This is an optimization exercise on Yosys and OpenROAD, whose aim is small area and a short achievable clock period, not a production implementation. In this exercise RTL edits were held to simulation tests only and were not proved equivalent to the original. No activity file was given, so power comes from the tool's default toggle rates.

==> design/flow/design.v <==
module fc_unpack_float #(
    parameter EB        = 8,
    parameter FB        = 23,
    parameter BIAS      = 127,
    parameter KIND      = 0,
    parameter FLUSHABLE = 1
) (
    input  wire [EB+FB:0]    code,
    input  wire              flush_eff,    
    output wire              sign,
    output wire              is_zero,
    output wire              is_inf,
    output wire              is_nan,
    output wire              is_snan,
    output wire [21:0]       pay,          
    output wire [31:0]       m_raw,        
    output wire signed [9:0] e_raw,        
    output wire              flushed       
);
    wire [EB-1:0] ec = code[EB+FB-1:FB];
    wire [FB-1:0] fc = code[FB-1:0];
    wire ec_zero = (ec == {EB{1'b0}});
    wire ec_ones = (ec == {EB{1'b1}});
    wire f8a_nan = (KIND == 1) && (code == {1'b1, {(EB+FB){1'b0}}});
    wire top_special = (KIND == 0) && ec_ones;
    wire subnormal = ec_zero && (fc != {FB{1'b0}});
    wire do_flush  = (FLUSHABLE != 0) && flush_eff && subnormal;
    assign sign    = f8a_nan ? 1'b0 : code[EB+FB];
    assign is_nan  = f8a_nan || (top_special && (fc != {FB{1'b0}}));
    assign is_inf  = top_special && (fc == {FB{1'b0}});
    assign is_snan = (KIND == 0) && top_special && (fc != {FB{1'b0}}) && !fc[FB-1];
    assign is_zero = !f8a_nan && ec_zero && ((fc == {FB{1'b0}}) || do_flush);
    assign flushed = do_flush;
    generate
        if (FB >= 2) begin : g_pay
            assign pay = {fc[FB-2:0], {(23-FB){1'b0}}};
        end else begin : g_nopay
            assign pay = 22'd0;
        end
    endgenerate
    assign m_raw = {!ec_zero, fc, {(31-FB){1'b0}}};
    assign e_raw = ec_zero ? (10'sd1 - BIAS) : ($signed({2'b00, ec}) - BIAS);
endmodule
module fc_decode (
    input  wire [3:0]        src_fmt,
    input  wire [31:0]       data,
    input  wire              flush_eff,
    output reg               sign,
    output reg               is_zero,
    output reg               is_inf,
    output reg               is_nan,
    output reg               is_snan,
    output reg  [21:0]       pay,
    output wire [31:0]       m,
    output wire signed [9:0] e,
    output reg               flushed,
    output reg               is_int
);
    wire        s_f32, z_f32, i_f32, n_f32, sn_f32, fl_f32;
    wire        s_f16, z_f16, i_f16, n_f16, sn_f16, fl_f16;
    wire        s_b16, z_b16, i_b16, n_b16, sn_b16, fl_b16;
    wire        s_f8a, z_f8a, i_f8a, n_f8a, sn_f8a, fl_f8a;
    wire        s_f8b, z_f8b, i_f8b, n_f8b, sn_f8b, fl_f8b;
    wire        s_f6,  z_f6,  i_f6,  n_f6,  sn_f6,  fl_f6;
    wire        s_f4,  z_f4,  i_f4,  n_f4,  sn_f4,  fl_f4;
    wire [21:0] p_f32, p_f16, p_b16, p_f8a, p_f8b, p_f6, p_f4;
    wire [31:0] m_f32, m_f16, m_b16, m_f8a, m_f8b, m_f6, m_f4;
    wire signed [9:0] e_f32, e_f16, e_b16, e_f8a, e_f8b, e_f6, e_f4;
    fc_unpack_float #(.EB(8), .FB(23), .BIAS(127), .KIND(0), .FLUSHABLE(1)) u_f32 (
        .code(data[31:0]), .flush_eff(flush_eff), .sign(s_f32), .is_zero(z_f32),
        .is_inf(i_f32), .is_nan(n_f32), .is_snan(sn_f32), .pay(p_f32),
        .m_raw(m_f32), .e_raw(e_f32), .flushed(fl_f32));
    fc_unpack_float #(.EB(5), .FB(10), .BIAS(15), .KIND(0), .FLUSHABLE(1)) u_f16 (
        .code(data[15:0]), .flush_eff(flush_eff), .sign(s_f16), .is_zero(z_f16),
        .is_inf(i_f16), .is_nan(n_f16), .is_snan(sn_f16), .pay(p_f16),
        .m_raw(m_f16), .e_raw(e_f16), .flushed(fl_f16));
    fc_unpack_float #(.EB(8), .FB(7), .BIAS(127), .KIND(0), .FLUSHABLE(1)) u_b16 (
        .code(data[15:0]), .flush_eff(flush_eff), .sign(s_b16), .is_zero(z_b16),
        .is_inf(i_b16), .is_nan(n_b16), .is_snan(sn_b16), .pay(p_b16),
        .m_raw(m_b16), .e_raw(e_b16), .flushed(fl_b16));
    fc_unpack_float #(.EB(4), .FB(3), .BIAS(7), .KIND(1), .FLUSHABLE(0)) u_f8a (
        .code(data[7:0]), .flush_eff(flush_eff), .sign(s_f8a), .is_zero(z_f8a),
        .is_inf(i_f8a), .is_nan(n_f8a), .is_snan(sn_f8a), .pay(p_f8a),
        .m_raw(m_f8a), .e_raw(e_f8a), .flushed(fl_f8a));
    fc_unpack_float #(.EB(5), .FB(2), .BIAS(15), .KIND(0), .FLUSHABLE(0)) u_f8b (
        .code(data[7:0]), .flush_eff(flush_eff), .sign(s_f8b), .is_zero(z_f8b),
        .is_inf(i_f8b), .is_nan(n_f8b), .is_snan(sn_f8b), .pay(p_f8b),
        .m_raw(m_f8b), .e_raw(e_f8b), .flushed(fl_f8b));
    fc_unpack_float #(.EB(3), .FB(2), .BIAS(3), .KIND(2), .FLUSHABLE(0)) u_f6 (
        .code(data[5:0]), .flush_eff(flush_eff), .sign(s_f6), .is_zero(z_f6),
        .is_inf(i_f6), .is_nan(n_f6), .is_snan(sn_f6), .pay(p_f6),
        .m_raw(m_f6), .e_raw(e_f6), .flushed(fl_f6));
    fc_unpack_float #(.EB(2), .FB(1), .BIAS(1), .KIND(2), .FLUSHABLE(0)) u_f4 (
        .code(data[3:0]), .flush_eff(flush_eff), .sign(s_f4), .is_zero(z_f4),
        .is_inf(i_f4), .is_nan(n_f4), .is_snan(sn_f4), .pay(p_f4),
        .m_raw(m_f4), .e_raw(e_f4), .flushed(fl_f4));
    reg [31:0] int_mag;
    reg        int_neg;
    always @(*) begin
        int_neg = 1'b0;
        int_mag = 32'd0;
        case (src_fmt)
            4'h7: begin int_neg = data[31]; int_mag = data[31] ? (~data + 32'd1) : data; end
            4'h8: begin int_neg = data[7];  int_mag = data[7] ? {24'd0, ~data[7:0] + 8'd1} : {24'd0, data[7:0]}; end
            4'h9: begin int_neg = 1'b0;     int_mag = {24'd0, data[7:0]}; end
            4'hA: begin int_neg = data[3];  int_mag = data[3] ? {28'd0, ~data[3:0] + 4'd1} : {28'd0, data[3:0]}; end
            4'hB: begin int_neg = 1'b0;     int_mag = {28'd0, data[3:0]}; end
            default: ;
        endcase
    end
    reg [31:0]       m_raw;
    reg signed [9:0] e_raw;
    always @(*) begin
        sign = 1'b0; is_zero = 1'b1; is_inf = 1'b0; is_nan = 1'b0; is_snan = 1'b0;
        pay = 22'd0; m_raw = 32'd0; e_raw = 10'sd0; flushed = 1'b0; is_int = 1'b0;
        case (src_fmt)
            4'h0: begin sign = s_f32; is_zero = z_f32; is_inf = i_f32; is_nan = n_f32; is_snan = sn_f32;
                        pay = p_f32; m_raw = m_f32; e_raw = e_f32; flushed = fl_f32; end
            4'h1: begin sign = s_f16; is_zero = z_f16; is_inf = i_f16; is_nan = n_f16; is_snan = sn_f16;
                        pay = p_f16; m_raw = m_f16; e_raw = e_f16; flushed = fl_f16; end
            4'h2: begin sign = s_b16; is_zero = z_b16; is_inf = i_b16; is_nan = n_b16; is_snan = sn_b16;
                        pay = p_b16; m_raw = m_b16; e_raw = e_b16; flushed = fl_b16; end
            4'h3: begin sign = s_f8a; is_zero = z_f8a; is_inf = i_f8a; is_nan = n_f8a; is_snan = sn_f8a;
                        pay = p_f8a; m_raw = m_f8a; e_raw = e_f8a; flushed = fl_f8a; end
            4'h4: begin sign = s_f8b; is_zero = z_f8b; is_inf = i_f8b; is_nan = n_f8b; is_snan = sn_f8b;
                        pay = p_f8b; m_raw = m_f8b; e_raw = e_f8b; flushed = fl_f8b; end
            4'h5: begin sign = s_f6;  is_zero = z_f6;  is_inf = i_f6;  is_nan = n_f6;  is_snan = sn_f6;
                        pay = p_f6;  m_raw = m_f6;  e_raw = e_f6;  flushed = fl_f6;  end
            4'h6: begin sign = s_f4;  is_zero = z_f4;  is_inf = i_f4;  is_nan = n_f4;  is_snan = sn_f4;
                        pay = p_f4;  m_raw = m_f4;  e_raw = e_f4;  flushed = fl_f4;  end
            4'h7, 4'h8, 4'h9, 4'hA, 4'hB: begin
                sign = int_neg; is_zero = (int_mag == 32'd0); m_raw = int_mag;
                e_raw = 10'sd31; is_int = 1'b1;
            end
            default: ;
        endcase
    end
    reg [5:0] lz;
    integer i;
    always @(*) begin
        lz = 6'd0;
        for (i = 0; i < 32; i = i + 1)
            if (m_raw[i]) lz = 6'd31 - i[5:0];
    end
    assign m = m_raw << lz;
    assign e = e_raw - $signed({4'd0, lz});
endmodule
module fc_enc_float #(
    parameter EB        = 8,
    parameter FB        = 23,
    parameter BIAS      = 127,
    parameter KIND      = 0,
    parameter FLUSHABLE = 1
) (
    input  wire              sign,
    input  wire              is_zero,
    input  wire              is_inf,
    input  wire              is_nan,
    input  wire              is_snan,
    input  wire [21:0]       pay,
    input  wire [31:0]       m,         
    input  wire signed [9:0] e,
    input  wire [1:0]        rnd,
    input  wire              sat,
    input  wire              strict,
    input  wire              flush_eff,
    output reg  [EB+FB:0]    code,
    output reg  [6:0]        flags      
);
    localparam integer EMIN = 1 - BIAS;
    localparam integer EMAX = (1 << EB) - ((KIND == 0) ? 2 : 1) - BIAS;
    localparam F_INVALID = 0, F_OVERFLOW = 2, F_UNDERFLOW = 3,
               F_INEXACT = 4, F_FLUSHED = 5, F_CLIPPED = 6;
    wire        sub_path = (e < EMIN);
    wire signed [11:0] sh_full = 12'sd31 - FB + (sub_path ? (EMIN - e) : 12'sd0);
    wire [5:0]  sh = (sh_full > 12'sd33) ? 6'd33 : sh_full[5:0];
    wire [64:0] wide = {m, 33'd0} >> sh;
    wire [FB:0] q  = wide[33+FB:33];
    wire        g  = wide[32];
    wire        st = |wide[31:0];
    reg inc;
    always @(*) begin
        case (rnd)
            2'd0: inc = g & (st | q[0]);        
            2'd1: inc = 1'b0;                   
            2'd2: inc = ~sign & (g | st);       
            default: inc = sign & (g | st);     
        endcase
    end
    wire [FB+1:0] qr = {1'b0, q} + {{(FB+1){1'b0}}, inc};
    wire inexact = g | st;
    wire               carry = qr[FB+1];
    wire signed [10:0] e2    = e + $signed({10'd0, carry});
    wire               ovf   = !sub_path && (e2 > EMAX);
    wire [EB-1:0]      ef_norm = e2 + BIAS;
    wire          rzero  = sub_path && (qr == {(FB+2){1'b0}});
    wire          subres = sub_path && !qr[FB] && !rzero;
    wire g_u  = m[30-FB];
    wire st_u = |m[29-FB:0];
    reg  inc_u;
    always @(*) begin
        case (rnd)
            2'd0: inc_u = g_u & (st_u | m[31-FB]);
            2'd1: inc_u = 1'b0;
            2'd2: inc_u = ~sign & (g_u | st_u);
            default: inc_u = sign & (g_u | st_u);
        endcase
    end
    wire carry_u = (&m[31:31-FB]) & inc_u;
    wire tiny    = sub_path && !((e == EMIN - 1) && carry_u);
    wire [EB+FB:0] max_code  = {sign, EMAX[EB-1:0] + BIAS[EB-1:0], {FB{1'b1}}};
    wire [EB+FB:0] inf_code  = {sign, {EB{1'b1}}, {FB{1'b0}}};
    wire [EB+FB:0] zero_code = (KIND == 1) ? {(EB+FB+1){1'b0}} : {sign, {(EB+FB){1'b0}}};
    wire [EB+FB:0] fin_code  = sub_path ? {sign, {(EB-1){1'b0}}, qr[FB], qr[FB-1:0]}
                                        : {sign, ef_norm, qr[FB-1:0]};
    wire [EB+FB:0] nan_code;
    generate
        if (KIND == 0) begin : g_nan_ieee
            wire [EB+FB:0] nan_keep  = {sign, {EB{1'b1}}, 1'b1, pay[21:23-FB]};
            wire [EB+FB:0] nan_canon = {1'b0, {EB{1'b1}}, 1'b1, {(FB-1){1'b0}}};
            assign nan_code = strict ? nan_keep : nan_canon;
        end else begin : g_nan_other
            assign nan_code = {1'b1, {(EB+FB){1'b0}}};
        end
    endgenerate
    reg big;
    always @(*) begin
        case (rnd)
            2'd0: big = 1'b1;
            2'd1: big = 1'b0;
            2'd2: big = ~sign;
            default: big = sign;
        endcase
    end
    always @(*) begin
        flags = 7'd0;
        if (is_nan) begin
            if (KIND == 2) begin
                code = {(EB+FB+1){1'b0}};
                flags[F_CLIPPED] = 1'b1;
                flags[F_INVALID] = 1'b1;
            end else begin
                code = nan_code;
                flags[F_INVALID] = is_snan;
            end
        end else if (is_inf) begin
            if (KIND == 0 && !sat) begin
                code = inf_code;
            end else begin
                code = max_code;
                flags[F_CLIPPED] = 1'b1;
            end
        end else if (is_zero) begin
            code = zero_code;
        end else if (ovf) begin
            flags[F_INEXACT] = 1'b1;
            if (KIND == 0 && !sat) begin
                code = big ? inf_code : max_code;
                flags[F_OVERFLOW] = 1'b1;
            end else begin
                code = max_code;
                flags[F_CLIPPED] = 1'b1;
            end
        end else if (rzero) begin
            code = zero_code;
            flags[F_UNDERFLOW] = 1'b1;
            flags[F_INEXACT]   = 1'b1;
        end else if (FLUSHABLE != 0 && flush_eff && subres) begin
            code = zero_code;
            flags[F_FLUSHED]   = 1'b1;
            flags[F_UNDERFLOW] = 1'b1;
            flags[F_INEXACT]   = 1'b1;
        end else begin
            code = fin_code;
            flags[F_INEXACT]   = inexact;
            flags[F_UNDERFLOW] = inexact & tiny;
        end
        if (!strict) begin
            flags[F_UNDERFLOW] = 1'b0;
            flags[F_INEXACT]   = 1'b0;
            if (KIND != 2) flags[F_INVALID] = 1'b0;
        end
    end
endmodule
module fc_enc_int #(
    parameter WIDTH  = 8,
    parameter SIGNED = 1
) (
    input  wire              sign,
    input  wire              is_zero,
    input  wire              is_inf,
    input  wire              is_nan,
    input  wire [31:0]       m,
    input  wire signed [9:0] e,
    input  wire [1:0]        rnd,
    input  wire              strict,
    input  wire              src_int,    
    output reg  [WIDTH-1:0]  code,
    output reg  [6:0]        flags
);
    localparam F_INVALID = 0, F_INEXACT = 4, F_CLIPPED = 6;
    localparam [32:0] HI     = SIGNED ? ((33'd1 << (WIDTH-1)) - 33'd1) : ((33'd1 << WIDTH) - 33'd1);
    localparam [32:0] LO_MAG = SIGNED ? (33'd1 << (WIDTH-1)) : 33'd0;
    localparam [WIDTH-1:0] HI_CODE = HI[WIDTH-1:0];
    localparam [WIDTH-1:0] LO_CODE = SIGNED ? {1'b1, {(WIDTH-1){1'b0}}} : {WIDTH{1'b0}};
    wire        huge = (e > 10'sd31);
    wire signed [11:0] sh_full = 12'sd31 - e;
    wire [5:0]  sh = huge ? 6'd0 : ((sh_full > 12'sd33) ? 6'd33 : sh_full[5:0]);
    wire [64:0] wide = {m, 33'd0} >> sh;
    wire [31:0] q  = wide[64:33];
    wire        g  = wide[32];
    wire        st = |wide[31:0];
    reg inc;
    always @(*) begin
        case (rnd)
            2'd0: inc = g & (st | q[0]);
            2'd1: inc = 1'b0;
            2'd2: inc = ~sign & (g | st);
            default: inc = sign & (g | st);
        endcase
    end
    wire [32:0] qr = {1'b0, q} + {32'd0, inc};
    wire [32:0] neg_qr = ~qr + 33'd1;
    wire clamp_hi = !sign && (huge || (qr > HI));
    wire clamp_lo =  sign && (huge || (qr > LO_MAG));
    always @(*) begin
        flags = 7'd0;
        if (is_nan) begin
            code = {WIDTH{1'b0}};
            flags[F_CLIPPED] = 1'b1;
            flags[F_INVALID] = 1'b1;
        end else if (is_inf) begin
            code = sign ? LO_CODE : HI_CODE;
            flags[F_CLIPPED] = 1'b1;
            flags[F_INVALID] = 1'b1;
        end else if (is_zero) begin
            code = {WIDTH{1'b0}};
        end else begin
            flags[F_INEXACT] = strict & (g | st);
            if (clamp_hi || clamp_lo) begin
                code = clamp_hi ? HI_CODE : LO_CODE;
                flags[F_CLIPPED] = 1'b1;
                if (!src_int) flags[F_INEXACT] = strict;
            end else begin
                code = sign ? neg_qr[WIDTH-1:0] : qr[WIDTH-1:0];
            end
        end
    end
endmodule
module fmtconv (
    input  wire        clk,
    input  wire        rst,           
    input  wire        in_valid,
    input  wire [3:0]  src_fmt,
    input  wire [3:0]  dst_fmt,
    input  wire [1:0]  rnd,           
    input  wire        sat,
    input  wire        strict,
    input  wire        flush,
    input  wire [31:0] in_data,
    output reg         out_valid,
    output reg  [31:0] out_data,
    output reg  [6:0]  out_flags,     
    output reg         out_range      
);
    reg        r_valid;
    reg [3:0]  r_src, r_dst;
    reg [1:0]  r_rnd;
    reg        r_sat, r_strict, r_flush;
    reg [31:0] r_data;
    always @(posedge clk) begin
        if (rst) r_valid <= 1'b0;
        else     r_valid <= in_valid;
        r_src    <= src_fmt;
        r_dst    <= dst_fmt;
        r_rnd    <= rnd;
        r_sat    <= sat;
        r_strict <= strict;
        r_flush  <= flush;
        r_data   <= in_data;
    end
    wire flush_eff = r_flush | ~r_strict;
    wire        d_sign, d_zero, d_inf, d_nan, d_snan, d_flushed, d_int;
    wire [21:0] d_pay;
    wire [31:0] d_m;
    wire signed [9:0] d_e;
    fc_decode u_dec (
        .src_fmt(r_src), .data(r_data), .flush_eff(flush_eff),
        .sign(d_sign), .is_zero(d_zero), .is_inf(d_inf), .is_nan(d_nan),
        .is_snan(d_snan), .pay(d_pay), .m(d_m), .e(d_e),
        .flushed(d_flushed), .is_int(d_int));
    wire [31:0] c_f32;  wire [6:0] fl_f32;
    wire [15:0] c_f16;  wire [6:0] fl_f16;
    wire [15:0] c_b16;  wire [6:0] fl_b16;
    wire [7:0]  c_f8a;  wire [6:0] fl_f8a;
    wire [7:0]  c_f8b;  wire [6:0] fl_f8b;
    wire [5:0]  c_f6;   wire [6:0] fl_f6;
    wire [3:0]  c_f4;   wire [6:0] fl_f4;
    wire [31:0] c_i32;  wire [6:0] fl_i32;
    wire [7:0]  c_i8;   wire [6:0] fl_i8;
    wire [7:0]  c_u8;   wire [6:0] fl_u8;
    wire [3:0]  c_i4;   wire [6:0] fl_i4;
    wire [3:0]  c_u4;   wire [6:0] fl_u4;
    fc_enc_float #(.EB(8), .FB(23), .BIAS(127), .KIND(0), .FLUSHABLE(1)) u_e_f32 (
        .sign(d_sign), .is_zero(d_zero), .is_inf(d_inf), .is_nan(d_nan), .is_snan(d_snan),
        .pay(d_pay), .m(d_m), .e(d_e), .rnd(r_rnd), .sat(r_sat), .strict(r_strict),
        .flush_eff(flush_eff), .code(c_f32), .flags(fl_f32));
    fc_enc_float #(.EB(5), .FB(10), .BIAS(15), .KIND(0), .FLUSHABLE(1)) u_e_f16 (
        .sign(d_sign), .is_zero(d_zero), .is_inf(d_inf), .is_nan(d_nan), .is_snan(d_snan),
        .pay(d_pay), .m(d_m), .e(d_e), .rnd(r_rnd), .sat(r_sat), .strict(r_strict),
        .flush_eff(flush_eff), .code(c_f16), .flags(fl_f16));
    fc_enc_float #(.EB(8), .FB(7), .BIAS(127), .KIND(0), .FLUSHABLE(1)) u_e_b16 (
        .sign(d_sign), .is_zero(d_zero), .is_inf(d_inf), .is_nan(d_nan), .is_snan(d_snan),
        .pay(d_pay), .m(d_m), .e(d_e), .rnd(r_rnd), .sat(r_sat), .strict(r_strict),
        .flush_eff(flush_eff), .code(c_b16), .flags(fl_b16));
    fc_enc_float #(.EB(4), .FB(3), .BIAS(7), .KIND(1), .FLUSHABLE(0)) u_e_f8a (
        .sign(d_sign), .is_zero(d_zero), .is_inf(d_inf), .is_nan(d_nan), .is_snan(d_snan),
        .pay(d_pay), .m(d_m), .e(d_e), .rnd(r_rnd), .sat(r_sat), .strict(r_strict),
        .flush_eff(flush_eff), .code(c_f8a), .flags(fl_f8a));
    fc_enc_float #(.EB(5), .FB(2), .BIAS(15), .KIND(0), .FLUSHABLE(0)) u_e_f8b (
        .sign(d_sign), .is_zero(d_zero), .is_inf(d_inf), .is_nan(d_nan), .is_snan(d_snan),
        .pay(d_pay), .m(d_m), .e(d_e), .rnd(r_rnd), .sat(r_sat), .strict(r_strict),
        .flush_eff(flush_eff), .code(c_f8b), .flags(fl_f8b));
    fc_enc_float #(.EB(3), .FB(2), .BIAS(3), .KIND(2), .FLUSHABLE(0)) u_e_f6 (
        .sign(d_sign), .is_zero(d_zero), .is_inf(d_inf), .is_nan(d_nan), .is_snan(d_snan),
        .pay(d_pay), .m(d_m), .e(d_e), .rnd(r_rnd), .sat(r_sat), .strict(r_strict),
        .flush_eff(flush_eff), .code(c_f6), .flags(fl_f6));
    fc_enc_float #(.EB(2), .FB(1), .BIAS(1), .KIND(2), .FLUSHABLE(0)) u_e_f4 (
        .sign(d_sign), .is_zero(d_zero), .is_inf(d_inf), .is_nan(d_nan), .is_snan(d_snan),
        .pay(d_pay), .m(d_m), .e(d_e), .rnd(r_rnd), .sat(r_sat), .strict(r_strict),
        .flush_eff(flush_eff), .code(c_f4), .flags(fl_f4));
    fc_enc_int #(.WIDTH(32), .SIGNED(1)) u_e_i32 (
        .sign(d_sign), .is_zero(d_zero), .is_inf(d_inf), .is_nan(d_nan), .m(d_m), .e(d_e),
        .rnd(r_rnd), .strict(r_strict), .src_int(d_int), .code(c_i32), .flags(fl_i32));
    fc_enc_int #(.WIDTH(8), .SIGNED(1)) u_e_i8 (
        .sign(d_sign), .is_zero(d_zero), .is_inf(d_inf), .is_nan(d_nan), .m(d_m), .e(d_e),
        .rnd(r_rnd), .strict(r_strict), .src_int(d_int), .code(c_i8), .flags(fl_i8));
    fc_enc_int #(.WIDTH(8), .SIGNED(0)) u_e_u8 (
        .sign(d_sign), .is_zero(d_zero), .is_inf(d_inf), .is_nan(d_nan), .m(d_m), .e(d_e),
        .rnd(r_rnd), .strict(r_strict), .src_int(d_int), .code(c_u8), .flags(fl_u8));
    fc_enc_int #(.WIDTH(4), .SIGNED(1)) u_e_i4 (
        .sign(d_sign), .is_zero(d_zero), .is_inf(d_inf), .is_nan(d_nan), .m(d_m), .e(d_e),
        .rnd(r_rnd), .strict(r_strict), .src_int(d_int), .code(c_i4), .flags(fl_i4));
    fc_enc_int #(.WIDTH(4), .SIGNED(0)) u_e_u4 (
        .sign(d_sign), .is_zero(d_zero), .is_inf(d_inf), .is_nan(d_nan), .m(d_m), .e(d_e),
        .rnd(r_rnd), .strict(r_strict), .src_int(d_int), .code(c_u4), .flags(fl_u4));
    reg [31:0] res_data;
    reg [6:0]  res_flags;
    always @(*) begin
        res_data  = 32'd0;
        res_flags = 7'd0;
        case (r_dst)
            4'h0: begin res_data = c_f32;           res_flags = fl_f32; end
            4'h1: begin res_data = {16'd0, c_f16};  res_flags = fl_f16; end
            4'h2: begin res_data = {16'd0, c_b16};  res_flags = fl_b16; end
            4'h3: begin res_data = {24'd0, c_f8a};  res_flags = fl_f8a; end
            4'h4: begin res_data = {24'd0, c_f8b};  res_flags = fl_f8b; end
            4'h5: begin res_data = {26'd0, c_f6};   res_flags = fl_f6;  end
            4'h6: begin res_data = {28'd0, c_f4};   res_flags = fl_f4;  end
            4'h7: begin res_data = c_i32;           res_flags = fl_i32; end
            4'h8: begin res_data = {24'd0, c_i8};   res_flags = fl_i8;  end
            4'h9: begin res_data = {24'd0, c_u8};   res_flags = fl_u8;  end
            4'hA: begin res_data = {28'd0, c_i4};   res_flags = fl_i4;  end
            4'hB: begin res_data = {28'd0, c_u4};   res_flags = fl_u4;  end
            default: ;
        endcase
        res_flags[5] = res_flags[5] | d_flushed;
    end
    wire bad_fmt = (r_src > 4'hB) || (r_dst > 4'hB);
    always @(posedge clk) begin
        if (rst) out_valid <= 1'b0;
        else     out_valid <= r_valid;
        out_data  <= bad_fmt ? 32'd0 : res_data;
        out_flags <= bad_fmt ? 7'd0  : res_flags;
        out_range <= bad_fmt;
    end
endmodule
==> design/flow/run.sh <==
#!/bin/bash
# synth_recipe.tcl (not shown) runs the flow's synth.tcl, then flattens the netlist and writes it again
# the make line also repeats each setting of config.mk as NAME=value (left out here)
make -C /OpenROAD-flow-scripts/flow DESIGN_CONFIG=/design/flow/config.mk WORK_HOME=/design/flow/orfs CLKGATE_MAP_FILE= SYNTH_SCRIPT=/design/flow/synth_recipe.tcl finish
==> design/flow/config.mk <==
export PLATFORM = sky130hd
export DESIGN_NAME = fmtconv
export DESIGN_NICKNAME = fmtconv
export VERILOG_FILES = /design/flow/design.v
export SDC_FILE = /design/flow/constraint.sdc
export NUM_CORES = 4
export LEC_CHECK = 0
export CAP_MARGIN = 20
export CORE_MARGIN = 2
export CORE_UTILIZATION = 30
export SLEW_MARGIN = 20
==> design/flow/constraint.sdc <==
create_clock -name core_clock -period 18.0 [get_ports {clk}]
set_input_delay 3.6000 -clock core_clock [delete_from_list [all_inputs] [get_ports {clk}]]
set_output_delay 3.6000 -clock core_clock [all_outputs]
set_load 0.01 [all_outputs]
==> impl_metrics.json <==
{
  "dieArea_um2": 133000,
  "startpoint_type": "flop",
  "io_pins": 89,
  "cts-buffers-inserted": 9,
  "fin_worst_skew_ps": 25.5,
  "ys_ff_latch": 86,
  "cp_top_family": "compound AO/OA/AOI/OAI gates",
  "yosys.area.top_type": "nand2_1",
  "drive_above_1_share_pct": 11.7,
  "initial_core_util_pct": 30.1,
  "final_period_minus_worst_setup_slack_ps": 17470,
  "status": "timing/DRC/antenna clean",
  "synth_seq_area_share_pct": 4.43,
  "dr.pass1.iters": 7,
  "drc": 0,
  "synth_edf_count": 0,
  "crit_required_ps": 18280,
  "netlist_top_cells_area": "nand2_1 7.5%, nor2_1 7.0%, o21ai_0 6.8%, a21oi_1 6.2%, mux2i_1 4.8%",
  "synth_fp_nets": 6480,
  "cts_tree": "yes",
  "syn2layout_area_growth_pct": 13.0,
  "ant_nets": 0,
  "p_leak_nw": 15.8,
  "r2r_start": "r_data[4]",
  "final-setup-viol-count": 0,
  "seqPwrFrac_pct": 2.0,
  "grt_pass1_vias": 51200,
  "whs_endpoint": "out_valid",
  "pwr_density_cell_nw_per_um2": 266,
  "cts_buffer_depth": 2,
  "post-dp-hpwl_mm": 220,
  "synth_area_um2": 38900,
  "maxCapViolCount": 0,
  "ctsHoldBuffers": 0,
  "critPathMaxFanout": 46,
  "switching_power_w": 0.00794,
  "slowest_stage": "or4b_2",
  "fmax_mhz": 57.2,
  "grt_start_max_net_pins": 55,
  "reg2reg_slack_ps": 530,
  "rsz0062_at_grt": "false",
  "p_int_w": 0.00377,
  "p_sw_share_pct": 67.8,
  "crit_arrival_ps": 17750,
  "yosysUniqueCellTypes": 124,
  "cts.sinks": 86,
  "drtIter0Drc": 9830,
  "core_um2": 129000,
  "synth_top_area_share_pct": 7.51,
  "cp_common_cell": "ha_1",
  "reg2reg_depth": 65,
  "wire_per_inst_um": 35.2,
  "tns_ps": 0,
  "timing.rr.end": "out_data[0]",
  "hold_start": "r_valid",
  "vdd_drop_max_uv": 153,
  "cts-htree-levels": 3,
  "slew_headroom_pct": 10.3,
  "antenna_found_initial": 19,
  "final_core_util_pct": 34.0,
  "die_h_um": 364,
  "fillers": 14400,
  "clockPowerShare_pct": 2.0,
  "min_path_cells": 1,
  "syn-instance-count": 6347,
  "wl_mm": 285,
  "end_kind": "flop",
  "gp_congestion": 1.09,
  "hold_violations": 0,
  "worstSetupPathType": "reg2reg",
  "clkLatencyLatePin_ps": 400,
  "cts-root-buf": "clkbuf_16",
  "holdCritPathClass": "reg2reg",
  "slew_viol_final": 0,
  "async_flop_share_pct": 0,
  "grt_pass1_wl_mm": 396,
  "combinationalPowerShare_pct": 96.0,
  "nets": 6450,
  "slowest_delay_ps": 720,
  "worst-slew-pin-transition_ps": 1330,
  "fin_crit_sh_pct": 97.1,
  "synth_top_flop_cell": "dfxtp_1",
  "final_cells": 8083,
  "overflow": 0,
  "path_clk_slew_ps": 80,
  "rows": 132,
  "vias_per_cell": 7.07,
  "avgSynthCellArea_um2": 6.13,
  "placed_cells": 8045,
  "io_buffers": 87,
  "yosysWarningCount": 14,
  "grt_usage_pct": 40.9,
  "vias": 57100,
  "cp.buffers_inverters": 8,
  "die_w_um": 364
}
-- layout make-up --
class	count	area (um^2)	share of cell area, %
Multi-Input combinational cell	5610	35100	79.9
Clock buffer	11	243	0.552
Sequential cell	86	1720	3.92
Antenna cell	19	47.5	0.108
Tap cell	1742	2180	4.96
Timing Repair Buffer	519	4180	9.51
Clock inverter	5	104	0.236
Inverter	91	344	0.783
-- cell families after synthesis --
logic type,synth area share [%]
AOI/OAI and AO/OA,41.6
other,0.00964
xor gates and xnor gates,4.96
muxes,7.22
and+or+nand+nor,32.5
adders and majority gates,2.80
buffers and inverters,6.58
DFF,4.43
-- power by group through the flow --
stage | combinational (W) | clock [W] | sequential [W]
CTS | 0.0106 | 0.000234 | 0.000235
floorplan | 0.00661 | 0 | 0.000233
finish | 0.0112 | 0.000231 | 0.000235
global route | 0.0117 | 0.000240 | 0.000236
detailed placement | 0.0106 | 0 | 0.000239
global placement | 0.0107 | 0 | 0.000239
-- timing repair --
action / 4_1_cts / 5_1_grt
resized for setup: 0 / 26
setup endpoints to repair: 0 / 36
buffers inserted: 0 / 3
-- through the flow --
stage               setup WS, ps  power, W  hold WS (ps)  area [um^2]
floorplan                   1380   0.00685           414        38900
global placement            -517    0.0109           419        43400
detailed placement           148    0.0108           451        43400
CTS                         90.6    0.0111           461        43800
global route                2.90    0.0122           469        43900
finish                       526    0.0117           461        44000
-- placed cells by master (no fill, tap or decap), types with 67 or more instances in the layout --
cell type	count
nand2_1	772
nor2_1	717
o21ai_0	519
a21oi_1	470
buf_4	424
nand3_1	296
nor3_1	225
mux2i_1	186
a211oi_1	147
o211ai_1	144
xnor2_1	134
a31oi_1	134
o22ai_1	112
clkdlybuf4s50_1	87
dfxtp_1	85
nand4_1	84
ha_1	83
inv_1	82
o31ai_1	82
a22oi_1	75
nor4_1	74
xor2_1	68
and2_1	67
-- registers in the layout, summed over array words and instances (netlist names) --
| signal | cells |
|---|---|
| out_flags | 6 |
| out_range | 1 |
| r_data | 32 |
| r_strict | 1 |
| r_dst | 4 |
| out_valid | 1 |
| out_data | 32 |
| r_sat | 1 |
| r_rnd | 2 |
| r_flush | 1 |
| r_valid | 1 |
| r_src | 4 |
-- synthesized netlist by cell type, types with 67 or more instances --
cell type	instances
clkbuf_1	428
o211ai_1	144
nand2_1	778
o31ai_1	83
o22ai_1	115
nand4_1	84
nand3_1	296
nor4_1	79
a211oi_1	148
a31oi_1	135
a21oi_1	480
nor2_1	729
dfxtp_1	86
xor2_1	71
xnor2_1	137
o21ai_0	525
and2_1	67
buf_1	69
a22oi_1	75
nor3_1	233
ha_1	84
mux2i_1	186
inv_1	82
-- routing by layer --
| metal | share of wire, % | vias to the layer above | global-route usage [%] | wire length (um) |
|---|---|---|---|---|
| met5 | 0.0077 | - | 0 | 22 |
| met4 | 7.9 | 4 | 25.9 | 22400 |
| met3 | 12 | 978 | 9.49 | 32900 |
| met2 | 40 | 4509 | 59.1 | 114000 |
| met1 | 41 | 27400 | 54.3 | 116000 |
| li1 | - | 24200 | - | - |
-- worst max path at each step --
| stage | from | end | slack [ps] | depth (start not counted) |
|---|---|---|---|---|
| detailed placement | r_data[4] | out_data[0] | 150 | 70 |
| global placement | r_data[4] | out_data[0] | -520 | 68 |
| CTS | r_data[4] | out_data[0] | 90 | 70 |
| floorplan | r_data[2] | out_data[7] | 1380 | 73 |
| global route | r_data[4] | out_data[7] | 3 | 73 |
| finish | r_data[4] | out_data[0] | 530 | 65 |

## afterwards: timing with drivers on the ports
The results above use ideal ports. As a check the final layout listed here was re-extracted and re-timed, cells and wires unchanged.
Step 1 assumes that a clkbuf_16 drives the clock port and a buf_2 every other input.
Step 2 adds t to the input delays and takes it off the output delays; t is the mean of the earliest and latest rising clock arrival at the registers after step 1. Input paths then give back, and output paths get back, about the clock's delay inside the block.
Slacks: ideal ports / drivers / drivers and shift; pairs: ideal ports / drivers.
t (ns): 0.455
slack for setup (ns): 0.526 / 0.526 / 0.526
worst setup path at the end: register to register
worst data-port slew with drivers (ns): 0.07
After both steps setup and hold are still met in this run. The setup slack of this run moves by 0.000 ns with the drivers and by 0.000 ns with both steps.
